Background: an optimization exercise with open tools, aiming at small area, a short achievable clock period and few clock cycles. Do not read the settings as production practice.
Only simulation tests tie the RTL to the original design; equivalence was not proved.

==> 07-14: inputs <==
## fold_codec
module fold_codec (
    input  wire         clk,
    input  wire         rst,         
    input  wire         in_valid,
    output wire         in_ready,
    input  wire         in_dir,      
    input  wire         in_kind,     
    input  wire [255:0] in_data,
    output reg          out_valid,
    output reg  [255:0] out_data,
    output reg          out_special
);
Settings: LEC_CHECK=0, ABC_AREA=1, CAP_MARGIN=20, CORE_MARGIN=2, CORE_UTILIZATION=40, PLACE_DENSITY=0.6, SLEW_MARGIN=20; clock period 45.0 ns.
run.sh (not shown) runs the stock make flow with config.mk's settings and CLKGATE_MAP_FILE= SYNTH_SCRIPT=/design/flow/synth_recipe.tcl, a recipe that flattens the netlist after the stock synthesis.
==> 06-18: changes against 07-14 <==
==> flow/design.v (replaced) <==
module fold_enc_lane (
    input  wire        kind,      
    input  wire [8:0]  max_k,     
    input  wire        special,   
    input  wire [15:0] v,         
    output wire [11:0] f          
);
    wire       sign = v[15];
    wire [7:0] e    = v[14:7];
    wire [6:0] frac = v[6:0];
    wire       ez   = (e == 8'd0);
    wire [7:0] sig = {~ez, frac};
    wire [7:0] ee  = {e[7:1], e[0] | ez};
    wire [8:0]  t    = max_k - {1'b0, ee};
    wire        big  = (|t[8:4]) | (t[3] & t[2]);       
    wire [21:0] ext  = {sig, 3'b000, 11'd0} >> t[3:0];
    wire [10:0] q    = ext[21:11];
    wire        g    = ext[10];
    wire        st   = |ext[9:0];
    wire [10:0] m    = big ? 11'd0 : q + {10'd0, g & (st | q[0])};
    wire is_inf = (&e) & (frac == 7'd0);
    wire [10:0] mag = special ? {11{is_inf}} : m;
    assign f = kind ? {2'b00, sign, mag[8:0]} : {sign, mag};
endmodule
module fold_dec_lane (
    input  wire        kind,      
    input  wire [7:0]  big_e,     
    input  wire        e_ff,      
    input  wire        e_z,       
    input  wire [11:0] f,         
    output wire [15:0] v          
);
    wire        sign = kind ? f[9] : f[11];
    wire [10:0] mm   = kind ? {f[8:0], 2'b00} : f[10:0];
    wire        ones = kind ? (&f[8:0]) : (&f[10:0]);
    wire        nz   = |mm;
    reg [3:0] lz;
    integer k;
    always @* begin
        lz = 4'd11;
        for (k = 0; k < 11; k = k + 1)
            if (mm[k]) lz = 4'd10 - k[3:0];
    end
    wire        normal = nz & ({4'd0, lz} < big_e);
    wire [7:0]  em1    = big_e - 8'd1;
    wire [3:0]  sh     = normal ? lz : em1[3:0];      
    wire [11:0] x      = e_z ? {1'b0, mm} : ({mm, 1'b0} << sh);
    wire [7:0]  expo   = normal ? big_e - {4'd0, lz} : 8'd0;
    wire        rnd    = x[3] & (x[2] | x[1] | x[0] | x[4]);
    wire [14:0] word   = {expo, x[10:4]} + {14'd0, rnd};
    assign v = e_ff ? (ones ? {sign, 15'h7F80} : 16'h7FC0)
                    : {sign, nz ? word : 15'd0};
endmodule
module fold_encoder (
    input  wire         kind,      
    input  wire [255:0] blk,       
    output wire [7:0]   big_e,
    output wire [191:0] field,     
    output wire         special    
);
    wire [7:0] lv0 [0:15];
    wire [7:0] lv1 [0:7];
    wire [7:0] lv2 [0:3];
    wire [7:0] lv3 [0:1];
    wire [15:0] nzv;
    genvar a;
    generate
        for (a = 0; a < 16; a = a + 1) begin : ex
            assign lv0[a] = blk[16*a+14 -: 8];
            assign nzv[a] = |blk[16*a+14 -: 15];
        end
        for (a = 0; a < 8; a = a + 1) begin : m1
            assign lv1[a] = (lv0[2*a] > lv0[2*a+1]) ? lv0[2*a] : lv0[2*a+1];
        end
        for (a = 0; a < 4; a = a + 1) begin : m2
            assign lv2[a] = (lv1[2*a] > lv1[2*a+1]) ? lv1[2*a] : lv1[2*a+1];
        end
        for (a = 0; a < 2; a = a + 1) begin : m3
            assign lv3[a] = (lv2[2*a] > lv2[2*a+1]) ? lv2[2*a] : lv2[2*a+1];
        end
    endgenerate
    wire [7:0] mx       = (lv3[0] > lv3[1]) ? lv3[0] : lv3[1];
    wire       all_zero = ~(|nzv);
    wire [7:0] max_e = {mx[7:1], mx[0] | ~(|mx[7:1])};
    wire [8:0] max_k = {1'b0, max_e} + {7'd0, kind, 1'b0};
    assign special = &mx;
    assign big_e   = all_zero ? 8'd0 : max_e;
    wire [11:0] f [0:15];
    genvar g;
    generate
        for (g = 0; g < 16; g = g + 1) begin : lane
            fold_enc_lane u_lane (
                .kind    (kind),
                .max_k   (max_k),
                .special (special),
                .v       (blk[16*g+15 -: 16]),
                .f       (f[g])
            );
        end
    endgenerate
    reg [191:0] packed_f;
    integer j;
    always @* begin
        packed_f = 192'd0;
        for (j = 0; j < 16; j = j + 1) begin
            if (kind) packed_f[10*j +: 10] = f[j][9:0];
            else      packed_f[12*j +: 12] = f[j];
        end
    end
    assign field = packed_f;
endmodule
module fold_decoder (
    input  wire         kind,      
    input  wire [7:0]   big_e,
    input  wire [191:0] field,
    output wire [255:0] blk        
);
    wire e_ff = &big_e;
    wire e_z  = ~(|big_e);
    genvar g;
    generate
        for (g = 0; g < 16; g = g + 1) begin : lane
            wire [11:0] f = kind ? {2'b00, field[10*g +: 10]} : field[12*g +: 12];
            fold_dec_lane u_lane (
                .kind  (kind),
                .big_e (big_e),
                .e_ff  (e_ff),
                .e_z   (e_z),
                .f     (f),
                .v     (blk[16*g+15 -: 16])
            );
        end
    endgenerate
endmodule
module fold_codec (
    input  wire         clk,
    input  wire         rst,         
    input  wire         in_valid,
    output wire         in_ready,
    input  wire         in_dir,      
    input  wire         in_kind,     
    input  wire [255:0] in_data,
    output reg          out_valid,
    output reg  [255:0] out_data,
    output reg          out_special
);
    assign in_ready = 1'b1;
    reg         r_valid;
    reg         r_dir;
    reg         r_kind;
    reg [255:0] r_data;
    always @(posedge clk) begin
        if (rst) r_valid <= 1'b0;
        else     r_valid <= in_valid;
        r_dir  <= in_dir;
        r_kind <= in_kind;
        r_data <= in_data;
    end
    wire [7:0]   enc_e;
    wire [191:0] enc_field;
    wire         enc_special;
    wire [255:0] dec_blk;
    fold_encoder u_enc (
        .kind    (r_kind),
        .blk     (r_data),
        .big_e   (enc_e),
        .field   (enc_field),
        .special (enc_special)
    );
    fold_decoder u_dec (
        .kind  (r_kind),
        .big_e (r_data[7:0]),
        .field (r_data[199:8]),
        .blk   (dec_blk)
    );
    always @(posedge clk) begin
        if (rst) out_valid <= 1'b0;
        else     out_valid <= r_valid;
        out_data    <= r_dir ? dec_blk : {56'd0, enc_field, enc_e};
        out_special <= ~r_dir & enc_special;
    end
endmodule
==> notes <==
- Against 06-18, the routed wire length of 07-14 is lower by about 13%.
- Of 07-14 and 06-18, 06-18 has the higher non-clock buffer count (gap 25).
- In 06-18 the global-route usage is higher than in 07-14, by 6.2 points.
- In 07-14 the setup slack is higher than in 06-18, by 2700 ps.
Testbench counts of 07-14, summed over its fixed seeds: cycles 6,008.
Testbench counts of 06-18, summed over its fixed seeds: cycles 6,004.


==> job 3342: inputs <==
fold_codec, a different RTL version from the one above (not shown whole).
Design fold_codec, start of the top module:
module fold_codec (
    input  wire         clk,
    input  wire         rst,         
    input  wire         in_valid,
    output wire         in_ready,
    input  wire         in_dir,      
    input  wire         in_kind,     
    input  wire [255:0] in_data,
    output reg          out_valid,
    output reg  [255:0] out_data,
    output reg          out_special
);
==> module fold_enc_lane, before the edit <==
module fold_enc_lane (
    input  wire        dir,       
    input  wire        kind,      
    input  wire [3:0]  max_k,     
    input  wire [7:0]  lim_k,     
    input  wire        lim_ok,    
    input  wire        special,   
    input  wire [15:0] v,         
    output wire [11:0] ef,        
    input  wire [7:0]  big_e,     
    input  wire        e_ff,      
    input  wire        e_hi,      
    input  wire [3:0]  e_hm1,     
    input  wire [11:0] f,         
    output wire [15:0] dv         
);
    integer k;
    wire       e_sign = v[15];
    wire [7:0] e      = v[14:7];
    wire [6:0] frac   = v[6:0];
    wire       ez     = ~(|e);
    wire [7:0] sig    = {~ez, frac};
    wire [7:0] ee     = {e[7:1], e[0] | ez};
    wire [3:0] t      = max_k - ee[3:0];
    wire       big    = lim_ok & (ee <= lim_k);
    wire       is_inf = (&e) & ~(|frac);
    wire        d_sign = kind ? f[9] : f[11];
    wire [10:0] mm     = kind ? {f[8:0], 2'b00} : f[10:0];
    wire        ones   = kind ? (&f[8:0]) : (&f[10:0]);
    wire        nz     = |mm;
    reg  [3:0]  lz;
    always @* begin
        lz = 4'd11;
        for (k = 0; k < 11; k = k + 1)
            if (mm[k]) lz = 4'd10 - k[3:0];
    end
    wire        normal = nz & (e_hi | (big_e[3:0] > lz));
    wire [3:0]  s      = normal ? lz + 4'd1 : big_e[3:0];
    reg  [11:0] a;
    always @* begin
        a = {sig, 4'b0000};
        if (dir)
            for (k = 0; k < 12; k = k + 1) a[11-k] = (k == 11) ? 1'b0 : mm[k];
    end
    wire [3:0]  amt = dir ? s : t;
    wire [11:0] w;
    wire        st;
    fold_shift u_shift (.a(a), .amt(amt), .w(w), .st(st));
    wire [10:0] q     = w[11:1];
    wire        e_rnd = w[0] & (st | q[0]);
    reg  [10:0] m;
    always @* begin
        for (k = 0; k < 11; k = k + 1)
            m[k] = q[k] ^ (e_rnd & ((q & ((11'd1 << k) - 11'd1)) == ((11'd1 << k) - 11'd1)));
    end
    wire [10:0] mag = special ? {11{is_inf}} : ((big | dir) ? 11'd0 : m);
    wire        es  = e_sign & ~dir;
    assign ef = kind ? {2'b00, es, mag[8:0]} : {es, mag};
    reg [11:0] x;
    always @* for (k = 0; k < 12; k = k + 1) x[k] = w[11-k];
    wire [4:0] ex_lo = {1'b0, big_e[3:0]} - {1'b0, lz};
    wire [7:0] ex    = {ex_lo[4] ? e_hm1 : big_e[7:4], ex_lo[3:0]};
    wire        d_rnd = x[3] & (x[2] | x[1] | x[0] | x[4]);
    wire [14:0] pre   = {normal ? ex : 8'd0, x[10:4]};
    reg  [14:0] word;
    always @* begin
        for (k = 0; k < 15; k = k + 1)
            word[k] = pre[k] ^ (d_rnd & ((pre & ((15'd1 << k) - 15'd1)) == ((15'd1 << k) - 15'd1)));
    end
    wire        ds = d_sign & dir;
    assign dv = e_ff ? (ones ? {ds, 15'h7F80} : 16'h7FC0)
                     : {ds, (nz & dir) ? word : 15'd0};
endmodule
==> module fold_lanes, before the edit <==
module fold_lanes (
    input  wire         dir,       
    input  wire         kind,      
    input  wire [255:0] blk,       
    input  wire [7:0]   max_e,     
    output wire [191:0] field,     
    output wire         special,   
    output wire [255:0] dec_blk    
);
    assign special = &max_e;
    wire   enc_sp  = special & ~dir;
    wire [8:0] max_k = {1'b0, max_e} + {7'd0, kind, 1'b0};
    wire [8:0] lim_k = max_k - 9'd12;
    wire [7:0] big_e = blk[7:0];
    wire       e_ff  = (&big_e) & dir;
    wire       e_hi  = |big_e[7:4];
    wire [3:0] e_hm1 = big_e[7:4] - 4'd1;
    wire [11:0] ef [0:15];
    genvar g;
    generate
        for (g = 0; g < 16; g = g + 1) begin : lane
            wire [11:0] f = kind ? {2'b00, blk[8+10*g +: 10]} : blk[8+12*g +: 12];
            fold_enc_lane u_lane (
                .dir     (dir),
                .kind    (kind),
                .max_k   (max_k[3:0]),
                .lim_k   (lim_k[7:0]),
                .lim_ok  (~lim_k[8]),
                .special (enc_sp),
                .v       (blk[16*g+15 -: 16]),
                .ef      (ef[g]),
                .big_e   (big_e),
                .e_ff    (e_ff),
                .e_hi    (e_hi),
                .e_hm1   (e_hm1),
                .f       (f),
                .dv      (dec_blk[16*g+15 -: 16])
            );
        end
    endgenerate
    reg [191:0] packed_f;
    integer j;
    always @* begin
        packed_f = 192'd0;
        for (j = 0; j < 16; j = j + 1) begin
            if (kind) packed_f[10*j +: 10] = ef[j][9:0];
            else      packed_f[12*j +: 12] = ef[j];
        end
    end
    assign field = packed_f;
endmodule
==> module fold_codec, before the edit <==
module fold_codec (
    input  wire         clk,
    input  wire         rst,         
    input  wire         in_valid,
    output wire         in_ready,
    input  wire         in_dir,      
    input  wire         in_kind,     
    input  wire [255:0] in_data,
    output reg          out_valid,
    output reg  [255:0] out_data,
    output reg          out_special
);
    assign in_ready = 1'b1;
    reg         r_valid;
    reg         r_dir;
    reg         r_kind;
    reg [255:0] r_data;
    always @(posedge clk) begin
        if (rst) r_valid <= 1'b0;
        else     r_valid <= in_valid;
        r_dir  <= in_dir;
        r_kind <= in_kind;
        r_data <= in_data;
    end
    wire [7:0] max_e;
    wire       all_zero;
    fold_max_exp u_max (
        .blk      (r_data),
        .max_e    (max_e),
        .all_zero (all_zero)
    );
    reg         s_valid;
    reg         s_dir;
    reg         s_kind;
    reg [255:0] s_data;
    reg [7:0]   s_max_e;
    reg         s_all_zero;
    always @(posedge clk) begin
        if (rst) s_valid <= 1'b0;
        else     s_valid <= r_valid;
        s_dir      <= r_dir;
        s_kind     <= r_kind;
        s_data     <= r_data;
        s_max_e    <= max_e;
        s_all_zero <= all_zero;
    end
    wire [191:0] enc_field;
    wire         enc_special;
    wire [255:0] dec_blk;
    fold_lanes u_lanes (
        .dir     (s_dir),
        .kind    (s_kind),
        .blk     (s_data),
        .max_e   (s_max_e),
        .field   (enc_field),
        .special (enc_special),
        .dec_blk (dec_blk)
    );
    wire [7:0] enc_e = (s_all_zero | s_dir) ? 8'd0 : s_max_e;
    always @(posedge clk) begin
        if (rst) out_valid <= 1'b0;
        else     out_valid <= s_valid;
        out_data    <= dec_blk | {56'd0, enc_field, enc_e};
        out_special <= ~s_dir & enc_special;
    end
endmodule
export LEC_CHECK = 0
export ABC_AREA = 1
export CAP_MARGIN = 20
export CORE_MARGIN = 2
export CORE_UTILIZATION = 60
export CTS_CLUSTER_DIAMETER = 60
export CTS_CLUSTER_SIZE = 30
export PLACE_DENSITY = 0.75
export SLEW_MARGIN = 20
create_clock -name core_clock -period 45.0 [get_ports {clk}]
standard.sh (not shown) runs the stock make flow with config.mk's settings and CLKGATE_MAP_FILE= SYNTH_SCRIPT=/design/flow/synth_recipe.tcl, a recipe that flattens the netlist after the stock synthesis.
==> flow/flow/run.sh <==
#!/bin/bash
# The standard layout (the standard.sh, unchanged synthesis and flow
# steps), with the input and output port buffers made of buf_1 cells instead
# of the delay buffers buffer_ports picks by default. Every port keeps its
# buffer. make's full output goes to standard.log; ORFS keeps each step's log
# under orfs/logs/.
set -euo pipefail
export BUFFER_PORTS_ARGS="-buffer_cell sky130_fd_sc_hd__buf_1"
bash standard.sh > standard.log 2>&1
==> inputs of job 883, as changes to job 3342 <==
==> flow/design.v, changed modules only <==
module fold_enc_lane (
    input  wire        dir,       
    input  wire        kind,      
    input  wire [8:0]  max_k,     
    input  wire        special,   
    input  wire [15:0] v,         
    output wire [11:0] ef,        
    input  wire [7:0]  big_e,     
    input  wire        e_ff,      
    input  wire        e_hi,      
    input  wire [11:0] f,         
    output wire [15:0] dv         
);
    integer k;
    wire       e_sign = v[15];
    wire [7:0] e      = v[14:7];
    wire [6:0] frac   = v[6:0];
    wire       ez     = ~(|e);
    wire [7:0] sig    = {~ez, frac};
    wire [7:0] ee     = {e[7:1], e[0] | ez};
    wire [8:0] t      = max_k - {1'b0, ee};
    wire       big    = (|t[8:4]) | (t[3] & t[2]);
    wire       is_inf = (&e) & ~(|frac);
    wire        d_sign = kind ? f[9] : f[11];
    wire [10:0] mm     = kind ? {f[8:0], 2'b00} : f[10:0];
    wire        ones   = kind ? (&f[8:0]) : (&f[10:0]);
    wire        nz     = |mm;
    reg  [3:0]  lz;
    always @* begin
        lz = 4'd11;
        for (k = 0; k < 11; k = k + 1)
            if (mm[k]) lz = 4'd10 - k[3:0];
    end
    wire        normal = nz & (e_hi | (big_e[3:0] > lz));
    wire [3:0]  s      = normal ? lz + 4'd1 : big_e[3:0];
    reg  [11:0] a;
    always @* begin
        a = {sig, 4'b0000};
        if (dir)
            for (k = 0; k < 12; k = k + 1) a[11-k] = (k == 11) ? 1'b0 : mm[k];
    end
    wire [3:0]  amt = dir ? s : t[3:0];
    wire [11:0] w;
    wire        st;
    fold_shift u_shift (.a(a), .amt(amt), .w(w), .st(st));
    wire [10:0] q     = w[11:1];
    wire        e_rnd = w[0] & (st | q[0]);
    reg  [10:0] m;
    always @* begin
        for (k = 0; k < 11; k = k + 1)
            m[k] = q[k] ^ (e_rnd & ((q & ((11'd1 << k) - 11'd1)) == ((11'd1 << k) - 11'd1)));
    end
    wire [10:0] mag = special ? {11{is_inf}} : ((big | dir) ? 11'd0 : m);
    wire        es  = e_sign & ~dir;
    assign ef = kind ? {2'b00, es, mag[8:0]} : {es, mag};
    reg [11:0] x;
    always @* for (k = 0; k < 12; k = k + 1) x[k] = w[11-k];
    reg [7:0] ex;
    reg       bw;
    always @* begin
        bw = 1'b0;
        for (k = 0; k < 8; k = k + 1) begin
            ex[k] = big_e[k] ^ (k < 4 ? lz[k & 3] : 1'b0) ^ bw;
            bw    = (~big_e[k] & ((k < 4 ? lz[k & 3] : 1'b0) | bw)) |
                    ((k < 4 ? lz[k & 3] : 1'b0) & bw);
        end
    end
    wire        d_rnd = x[3] & (x[2] | x[1] | x[0] | x[4]);
    wire [14:0] pre   = {normal ? ex : 8'd0, x[10:4]};
    reg  [14:0] word;
    always @* begin
        for (k = 0; k < 15; k = k + 1)
            word[k] = pre[k] ^ (d_rnd & ((pre & ((15'd1 << k) - 15'd1)) == ((15'd1 << k) - 15'd1)));
    end
    wire        ds = d_sign & dir;
    assign dv = e_ff ? (ones ? {ds, 15'h7F80} : 16'h7FC0)
                     : {ds, (nz & dir) ? word : 15'd0};
endmodule
module fold_lanes (
    input  wire         dir,       
    input  wire         kind,      
    input  wire [255:0] blk,       
    input  wire [7:0]   max_e,     
    output wire [191:0] field,     
    output wire         special,   
    output wire [255:0] dec_blk    
);
    assign special = &max_e;
    wire   enc_sp  = special & ~dir;
    wire [8:0] max_k = {1'b0, max_e} + {7'd0, kind, 1'b0};
    wire [7:0] big_e = blk[7:0];
    wire       e_ff  = (&big_e) & dir;
    wire       e_hi  = |big_e[7:4];
    wire [11:0] ef [0:15];
    genvar g;
    generate
        for (g = 0; g < 16; g = g + 1) begin : lane
            wire [11:0] f = kind ? {2'b00, blk[8+10*g +: 10]} : blk[8+12*g +: 12];
            fold_enc_lane u_lane (
                .dir     (dir),
                .kind    (kind),
                .max_k   (max_k),
                .special (enc_sp),
                .v       (blk[16*g+15 -: 16]),
                .ef      (ef[g]),
                .big_e   (big_e),
                .e_ff    (e_ff),
                .e_hi    (e_hi),
                .f       (f),
                .dv      (dec_blk[16*g+15 -: 16])
            );
        end
    endgenerate
    reg [191:0] packed_f;
    integer j;
    always @* begin
        packed_f = 192'd0;
        for (j = 0; j < 16; j = j + 1) begin
            if (kind) packed_f[10*j +: 10] = ef[j][9:0];
            else      packed_f[12*j +: 12] = ef[j];
        end
    end
    assign field = packed_f;
endmodule
==> flow/run.sh (new file) <==
#!/bin/bash
# synth_recipe.tcl (not shown) runs the flow's synth.tcl, then flattens the netlist and writes it again
# the make line also repeats each setting of config.mk as NAME=value (left out here)
make -C /OpenROAD-flow-scripts/flow DESIGN_CONFIG=/design/flow/config.mk WORK_HOME=/design/flow/orfs CLKGATE_MAP_FILE= SYNTH_SCRIPT=/design/flow/synth_recipe.tcl finish
- CORE_UTILIZATION: 60 -> 40
- CTS_CLUSTER_DIAMETER: 60 -> unset
- CTS_CLUSTER_SIZE: 30 -> unset
- PLACE_DENSITY: 0.75 -> 0.6
removed: flow/flow/run.sh
removed: flow/standard.sh
==> inputs of job 499, as changes to job 3342 <==
==> flow/design.v, changed modules only <==
module fold_prep (
    input  wire         dir,       
    input  wire         kind,      
    input  wire [255:0] blk,       
    output wire [7:0]   enc_e,     
    output wire         enc_sp,    
    output wire [3:0]   max_k,     
    output wire [7:0]   lim_k,     
    output wire         lim_ok,    
    output wire         e_ff,      
    output wire         e_hi,      
    output wire [3:0]   e_hm1      
);
    wire [7:0] max_e;
    wire       all_zero;
    fold_max_exp u_max (
        .blk      (blk),
        .max_e    (max_e),
        .all_zero (all_zero)
    );
    assign enc_e  = all_zero ? 8'd0 : max_e;
    assign enc_sp = (&max_e) & ~dir;
    wire [8:0] mk = {1'b0, max_e} + {7'd0, kind, 1'b0};
    wire [8:0] lk = mk - 9'd12;
    assign max_k  = mk[3:0];
    assign lim_k  = lk[7:0];
    assign lim_ok = ~lk[8];
    wire [7:0] big_e = blk[7:0];
    assign e_ff  = (&big_e) & dir;
    assign e_hi  = |big_e[7:4];
    assign e_hm1 = big_e[7:4] - 4'd1;
endmodule
module fold_lanes (
    input  wire         dir,       
    input  wire         kind,      
    input  wire [255:0] blk,       
    input  wire         enc_sp,    
    input  wire [3:0]   max_k,     
    input  wire [7:0]   lim_k,     
    input  wire         lim_ok,    
    input  wire         e_ff,      
    input  wire         e_hi,      
    input  wire [3:0]   e_hm1,     
    output wire [191:0] field,     
    output wire [255:0] dec_blk    
);
    wire [7:0] big_e = blk[7:0];
    wire [11:0] ef [0:15];
    genvar g;
    generate
        for (g = 0; g < 16; g = g + 1) begin : lane
            wire [11:0] f = kind ? {2'b00, blk[8+10*g +: 10]} : blk[8+12*g +: 12];
            fold_enc_lane u_lane (
                .dir     (dir),
                .kind    (kind),
                .max_k   (max_k),
                .lim_k   (lim_k),
                .lim_ok  (lim_ok),
                .special (enc_sp),
                .v       (blk[16*g+15 -: 16]),
                .ef      (ef[g]),
                .big_e   (big_e),
                .e_ff    (e_ff),
                .e_hi    (e_hi),
                .e_hm1   (e_hm1),
                .f       (f),
                .dv      (dec_blk[16*g+15 -: 16])
            );
        end
    endgenerate
    reg [191:0] packed_f;
    integer j;
    always @* begin
        packed_f = 192'd0;
        for (j = 0; j < 16; j = j + 1) begin
            if (kind) packed_f[10*j +: 10] = ef[j][9:0];
            else      packed_f[12*j +: 12] = ef[j];
        end
    end
    assign field = packed_f;
endmodule
module fold_codec (
    input  wire         clk,
    input  wire         rst,         
    input  wire         in_valid,
    output wire         in_ready,
    input  wire         in_dir,      
    input  wire         in_kind,     
    input  wire [255:0] in_data,
    output reg          out_valid,
    output reg  [255:0] out_data,
    output reg          out_special
);
    assign in_ready = 1'b1;
    reg         r_valid;
    reg         r_dir;
    reg         r_kind;
    reg [255:0] r_data;
    always @(posedge clk) begin
        if (rst) r_valid <= 1'b0;
        else     r_valid <= in_valid;
        r_dir  <= in_dir;
        r_kind <= in_kind;
        r_data <= in_data;
    end
    wire [7:0] enc_e;
    wire       enc_sp;
    wire [3:0] max_k;
    wire [7:0] lim_k;
    wire       lim_ok;
    wire       e_ff;
    wire       e_hi;
    wire [3:0] e_hm1;
    fold_prep u_prep (
        .dir    (r_dir),
        .kind   (r_kind),
        .blk    (r_data),
        .enc_e  (enc_e),
        .enc_sp (enc_sp),
        .max_k  (max_k),
        .lim_k  (lim_k),
        .lim_ok (lim_ok),
        .e_ff   (e_ff),
        .e_hi   (e_hi),
        .e_hm1  (e_hm1)
    );
    reg         s_valid;
    reg         s_dir;
    reg         s_kind;
    reg [255:0] s_data;
    reg [7:0]   s_enc_e;
    reg         s_enc_sp;
    reg [3:0]   s_max_k;
    reg [7:0]   s_lim_k;
    reg         s_lim_ok;
    reg         s_e_ff;
    reg         s_e_hi;
    reg [3:0]   s_e_hm1;
    always @(posedge clk) begin
        if (rst) s_valid <= 1'b0;
        else     s_valid <= r_valid;
        s_dir    <= r_dir;
        s_kind   <= r_kind;
        s_data   <= r_data;
        s_enc_e  <= enc_e;
        s_enc_sp <= enc_sp;
        s_max_k  <= max_k;
        s_lim_k  <= lim_k;
        s_lim_ok <= lim_ok;
        s_e_ff   <= e_ff;
        s_e_hi   <= e_hi;
        s_e_hm1  <= e_hm1;
    end
    wire [191:0] enc_field;
    wire [255:0] dec_blk;
    fold_lanes u_lanes (
        .dir     (s_dir),
        .kind    (s_kind),
        .blk     (s_data),
        .enc_sp  (s_enc_sp),
        .max_k   (s_max_k),
        .lim_k   (s_lim_k),
        .lim_ok  (s_lim_ok),
        .e_ff    (s_e_ff),
        .e_hi    (s_e_hi),
        .e_hm1   (s_e_hm1),
        .field   (enc_field),
        .dec_blk (dec_blk)
    );
    always @(posedge clk) begin
        if (rst) out_valid <= 1'b0;
        else     out_valid <= s_valid;
        out_data    <= dec_blk | {56'd0, enc_field, s_dir ? 8'd0 : s_enc_e};
        out_special <= s_enc_sp;
    end
endmodule
==> flow/flow/run.sh (replaced) <==
#!/bin/bash
# The standard layout (the standard.sh) with two changes:
#  - ABC maps the logic with its area-oriented standard-cell mapper (amap)
#    after extra AIG optimisation, in place of ORFS's abc_area.script. Only
#    the combinational mapping changes; the registers are the standard
#    synthesis's, with the same names and cells.
#  - The input and output port buffers are buf_1 cells instead of the delay
#    buffers buffer_ports picks by default. Every port keeps its buffer.
# make's full output goes to standard.log; ORFS keeps each step's log under
# orfs/logs/.
set -euo pipefail
rm -rf scripts_amap
cp -r "$FLOW_HOME/scripts" scripts_amap
cp flow/abc_area.script scripts_amap/abc_area.script
export SCRIPTS_DIR="$PWD/scripts_amap"
export BUFFER_PORTS_ARGS="-buffer_cell sky130_fd_sc_hd__buf_1"
bash standard.sh > standard.log 2>&1
==> flow/flow/abc_area.script (new file) <==
strash
&get -n
&st
&syn2
&dch
&put
dch
amap
topo
stime -c
buffer -c
upsize -c
dnsize -c
- CORE_UTILIZATION: 60 -> 50
- PLACE_DENSITY: 0.75 -> 0.7
==> inputs of job 7593, as changes to job 3342 <==
- CORE_UTILIZATION: 60 -> 40
- CTS_CLUSTER_DIAMETER: 60 -> unset
- CTS_CLUSTER_SIZE: 30 -> unset
- PLACE_DENSITY: 0.75 -> 0.6
==> impl_results.md <==
- Die ar.: 104000 µm²
- Fin cells: 8734
- Status: finished clean
- Relative slew slack: 0.208
- Met1 usage: 0.616
Source of the figures above: job 499

==> impl_results.md <==
- Status: finished clean
- Die ar.: 93600 µm²
- Fmax: 97.7 MHz
- Top Usage Layer GRT: met2
- Relative slew slack: 0.154
- Cell chain of the critical path: buf_1
- Met1 usage: 0.651
Source of the figures above: job 3342

==> impl_results.md <==
- Status: finished clean
- Relative slew slack: 0.131
- Top Usage Layer GRT: met1
- Compound-Gate Fraction of Synth Area: 0.175
- Largest family of logic cells by synthesized area: simple AND/OR/NAND/NOR gates
- Met1 usage: 0.513
- Fin cells: 11049
- Vias/cell: 5.63
Source of the figures above: job 883

==> impl_results.md <==
- CP Launch Type: flop
- Fin cells: 10989
- IO buf count: 518
- Grt met3 use: 0.0968
- Fillers: 14593
- Die ar.: 140000 µm²
- Relative slew slack: 0.152
- Status: finished clean
Source of the figures above: job 7593

Testbench counts of job 3342, summed over its fixed seeds: cycles 6,008.
Testbench counts of job 883, summed over its fixed seeds: cycles 6,008.
Testbench counts of job 499, summed over its fixed seeds: cycles 6,008.
Testbench counts of job 7593, summed over its fixed seeds: cycles 6,008.

## separate check: timing with driven ports
Ports are ideal in the flow. The routed layouts listed here were re-timed in OpenROAD.
Step 1 (the two cells are an assumption about what drives the block):
set clk [get_ports {clk}]
set_driving_cell -lib_cell sky130_fd_sc_hd__clkbuf_16 $clk
set_driving_cell -lib_cell sky130_fd_sc_hd__buf_2 [delete_from_list [all_inputs] $clk]
Step 2 also shifts input and output timing later by t, the mid clock arrival at the registers, as if the neighbouring blocks saw the same clock.
Three values: ideal, step 1, step 2; two values: the first two.
run | shift t [ns] | setup WS [ns] | worst register clock-pin slew, ns | worst slew at a driven data input, ns
07-14 | 0.804 | 34.398 / 34.314 / 35.118 | 0.07 / 0.07 | 0.09
06-18 | 0.789 | 31.699 / 31.699 / 31.699 | 0.08 / 0.08 | 0.15
job 3342 | 0.771 | 34.765 / 34.691 / 35.244 | 0.11 / 0.11 | 0.06
job 883 | 0.782 | 34.419 / 34.339 / 35.121 | 0.07 / 0.07 | 0.08
job 499 | 0.786 | 34.507 / 34.507 / 34.507 | 0.11 / 0.11 | 0.06
job 7593 | 0.810 | 34.528 / 34.446 / 35.256 | 0.09 / 0.09 | 0.07
After both steps every run listed still meets setup and hold.
